Source: an optimization exercise on an open RTL-to-GDS flow (aim: small area, a short achievable clock period and few clock cycles per item). Production flows keep margins and buffers that such runs may drop. The RTL was checked by simulation tests, not by an equivalence proof against the original design.

## job 5211
Design aligned_dot8, start of the top module:
module aligned_dot8 (
    input  wire         clk,
    input  wire         rst,
    input  wire         in_valid,
    input  wire [127:0] a_vec,
    input  wire [127:0] b_vec,
    input  wire         ftz,
    output wire         out_valid,
    output wire [31:0]  sum_word,
    output wire [31:0]  comp_word,
    output wire         ovf
);
clock: 90.0 ns
lec_check: 0
abc_area: 1
cap_margin: 20
core_margin: 2
core_utilization: 40
place_density: 0.55
slew_margin: 20
synth_hierarchical: 1
standard.sh (not shown) runs the stock make flow with config.mk's settings and CLKGATE_MAP_FILE= SYNTH_SCRIPT=/design/flow/synth_recipe.tcl, a recipe that flattens the netlist after the stock synthesis.
==> flow/flow/run.sh <==
#!/bin/bash
# The standard layout, with the port buffers made from the small buf_2 cell
# (the standard flow's buffer_ports picks clkdlybuf4s50_1). Every port still
# gets its own buffer. make's full output goes to flow_make.log here; ORFS
# keeps each step's own log under orfs/logs.
set -euo pipefail
export BUFFER_PORTS_ARGS="-buffer_cell sky130_fd_sc_hd__buf_2"
bash standard.sh > flow_make.log 2>&1
Job 5211 went all the way through synthesis, placement and routing and the layout is clean on timing, DRC and antenna.
Testbench counts of job 5211, summed over its fixed seeds: cycles 24,024, items 24,000.
Inputs modified between job 5211 and job 7122:
==> flow/run.sh (new file) <==
#!/bin/bash
# synth_recipe.tcl (not shown) runs the flow's synth.tcl, then flattens the netlist and writes it again
# the make line also repeats each setting of config.mk as NAME=value (left out here)
make -C /OpenROAD-flow-scripts/flow DESIGN_CONFIG=/design/flow/config.mk WORK_HOME=/design/flow/orfs CLKGATE_MAP_FILE= SYNTH_SCRIPT=/design/flow/synth_recipe.tcl finish
removed: flow/flow/run.sh
removed: flow/standard.sh
--- outcome ---
Compared with job 5211, job 7122 shows a standard cell area after detailed placement that is 1600 um^2 higher.
Job 7122 vs job 5211 — first-iteration DRC count dropped 371.
In the flow results for job 5211 and job 7122, the overall track demand over capacity in global routing is smaller on job 5211.
~same met1 usage in job 5211 and job 7122
NOTE design area job 5211->job 7122 increased by a few percent
Job 5211 went all the way through synthesis, placement and routing and the layout is clean on timing, DRC and antenna.
The final layout from job 7122, which completed every stage, passed the timing, DRC and antenna checks at the end of the flow.
Job 5211 → job 7122: multi-input gate share of the layout cell area fell by 1.4 points.
Distinct cell type count of the synthesized netlist came out exactly the same in job 5211 and job 7122.
Diff job 5211 and job 7122: final-layout clock buffer total lower in job 7122
Input changes introduced in job 4411 (baseline for comparison: job 7122):
Settings: swapping 0.55 for 0.7 in PLACE_DENSITY; swapping 40 for 55 in CORE_UTILIZATION.
==> flow/flow/run.sh (new file) <==
#!/bin/bash
# The standard layout, with the port buffers made from the small buf_1 cell
# (the standard flow's buffer_ports picks clkdlybuf4s50_1). Every port still
# gets its own buffer. make's full output goes to flow_make.log here; ORFS
# keeps each step's own log under orfs/logs.
set -euo pipefail
export BUFFER_PORTS_ARGS="-buffer_cell sky130_fd_sc_hd__buf_1"
bash standard.sh > flow_make.log 2>&1
==> flow/standard.sh (new file) <==
#!/bin/bash
# synth_recipe.tcl (not shown) runs the flow's synth.tcl, then flattens the netlist and writes it again
# the make line also repeats each setting of config.mk as NAME=value (left out here)
make -C /OpenROAD-flow-scripts/flow DESIGN_CONFIG=/design/flow/config.mk WORK_HOME=/design/flow/orfs CLKGATE_MAP_FILE= SYNTH_SCRIPT=/design/flow/synth_recipe.tcl "${@:-finish}"
removed: flow/run.sh
Findings:
Looking at starting density of the core across job 7122 and job 4411, the one that comes out lower is job 7122.
Compare job 7122 and job 4411 | post-placement worst setup slack higher: job 4411
STATUS cell area: job 4411 wins against job 7122
Number of non-clock buffers in the layout (higher): job 7122
For the fmax, job 4411 came in 1.9% higher than job 7122 did.
Job 4411 ended with more detailed-routed wire length on met3 than job 7122.

aligned_dot8, a different RTL version from the one above (not shown whole).
Size in the first run: roughly 610 flip-flops, about 330 I/O pins.
Design aligned_dot8, start of the top module:
module aligned_dot8 (
    input  wire         clk,
    input  wire         rst,
    input  wire         in_valid,
    input  wire [127:0] a_vec,
    input  wire [127:0] b_vec,
    input  wire         ftz,
    output wire         out_valid,
    output wire [31:0]  sum_word,
    output wire [31:0]  comp_word,
    output wire         ovf
);
    localparam P_IN  = 1;    
    localparam P_A   = 0;    
    localparam P_B   = 1;    
    localparam P_C   = 0;    
    localparam P_D   = 1;    
    localparam P_E   = 0;    
    localparam P_OUT = 1;    
    localparam LAT   = P_IN + P_A + P_B + P_C + P_D + P_E + P_OUT;
    function [12:0] radd(input [11:0] x, input [11:0] y, input ci);
        integer n;
        reg c;
        begin
            c = ci;
            for (n = 0; n < 12; n = n + 1) begin
                radd[n] = x[n] ^ y[n] ^ c;
                c = (x[n] & y[n]) | (x[n] & c) | (y[n] & c);
            end
            radd[12] = c;
        end
    endfunction
    function [16:0] radd16(input [15:0] x, input [15:0] y, input ci);
        integer n;
        reg c;
        begin
            c = ci;
            for (n = 0; n < 16; n = n + 1) begin
                radd16[n] = x[n] ^ y[n] ^ c;
  ...
Settings: LEC_CHECK=0, ABC_AREA=1, CAP_MARGIN=20, CORE_MARGIN=2, CORE_UTILIZATION=62, CTS_CLUSTER_DIAMETER=150, CTS_CLUSTER_SIZE=20, PLACE_DENSITY=0.78, SLEW_MARGIN=20, SYNTH_HIERARCHICAL=1; clock period 90.0 ns.
==> flow/flow/run.sh <==
#!/bin/bash
# The standard layout, with the port buffers made from the small buf_1 cell
# (the standard flow's buffer_ports picks clkdlybuf4s50_1). Every port still
# gets its own buffer. make's full output goes to flow_make.log here; ORFS
# keeps each step's own log under orfs/logs.
set -euo pipefail
export BUFFER_PORTS_ARGS="-buffer_cell sky130_fd_sc_hd__buf_1"
bash standard.sh > flow_make.log 2>&1
The baseline produced a clean layout.
Testbench counts at the start, summed over its fixed seeds: cycles 24,024, items 24,000.
Next try:
Settings changed: CORE_UTILIZATION 62 to 55, PLACE_DENSITY 0.78 to 0.7.
Effect: Die area is higher by roughly a tenth; global-route usage fell by 5.3 points; maximum frequency hardly moves; synthesized cell count is unchanged; final area increases slightly; critical path depth does not change.

[what the ideal ports hide]
The results above use ideal ports. As a check the final layouts listed here were re-extracted and re-timed, cells and wires unchanged.
Step 1, drivers: a clkbuf_16 drives clk and a buf_2 each remaining input, both assumed.
Step 2, shift: input delay + t, output delay - t, t = (earliest + latest rising clock arrival at the registers) / 2. This alone moves slack from input paths to output paths.
a / b / c = ideal ports / drivers / drivers and shift; a / b = the first two.
run | shift t [ns] | slack for setup (ns) | hold slack, ns | clock arrival spread, ns | worst slew at a driven data input, ns
job 5211 | 0.786 | 70.821 / 70.738 / 71.524 | 0.328 / 0.328 / 0.328 | 0.064 / 0.064 | 0.05
job 7122 | 0.780 | 70.446 / 70.352 / 71.132 | 0.373 / 0.373 / 0.373 | 0.072 / 0.072 | 0.05
job 4411 | 0.756 | 70.815 / 70.733 / 71.489 | 0.342 / 0.342 / 0.342 | 0.045 / 0.045 | 0.04
the first run of note 2 | 0.736 | 70.811 / 70.729 / 71.137 | 0.337 / 0.337 / 0.337 | 0.064 / 0.063 | 0.05
the second run of note 2 | 0.728 | 70.858 / 70.775 / 71.503 | 0.336 / 0.336 / 0.336 | 0.042 / 0.042 | 0.06
After both steps setup and hold are still met in every run listed.
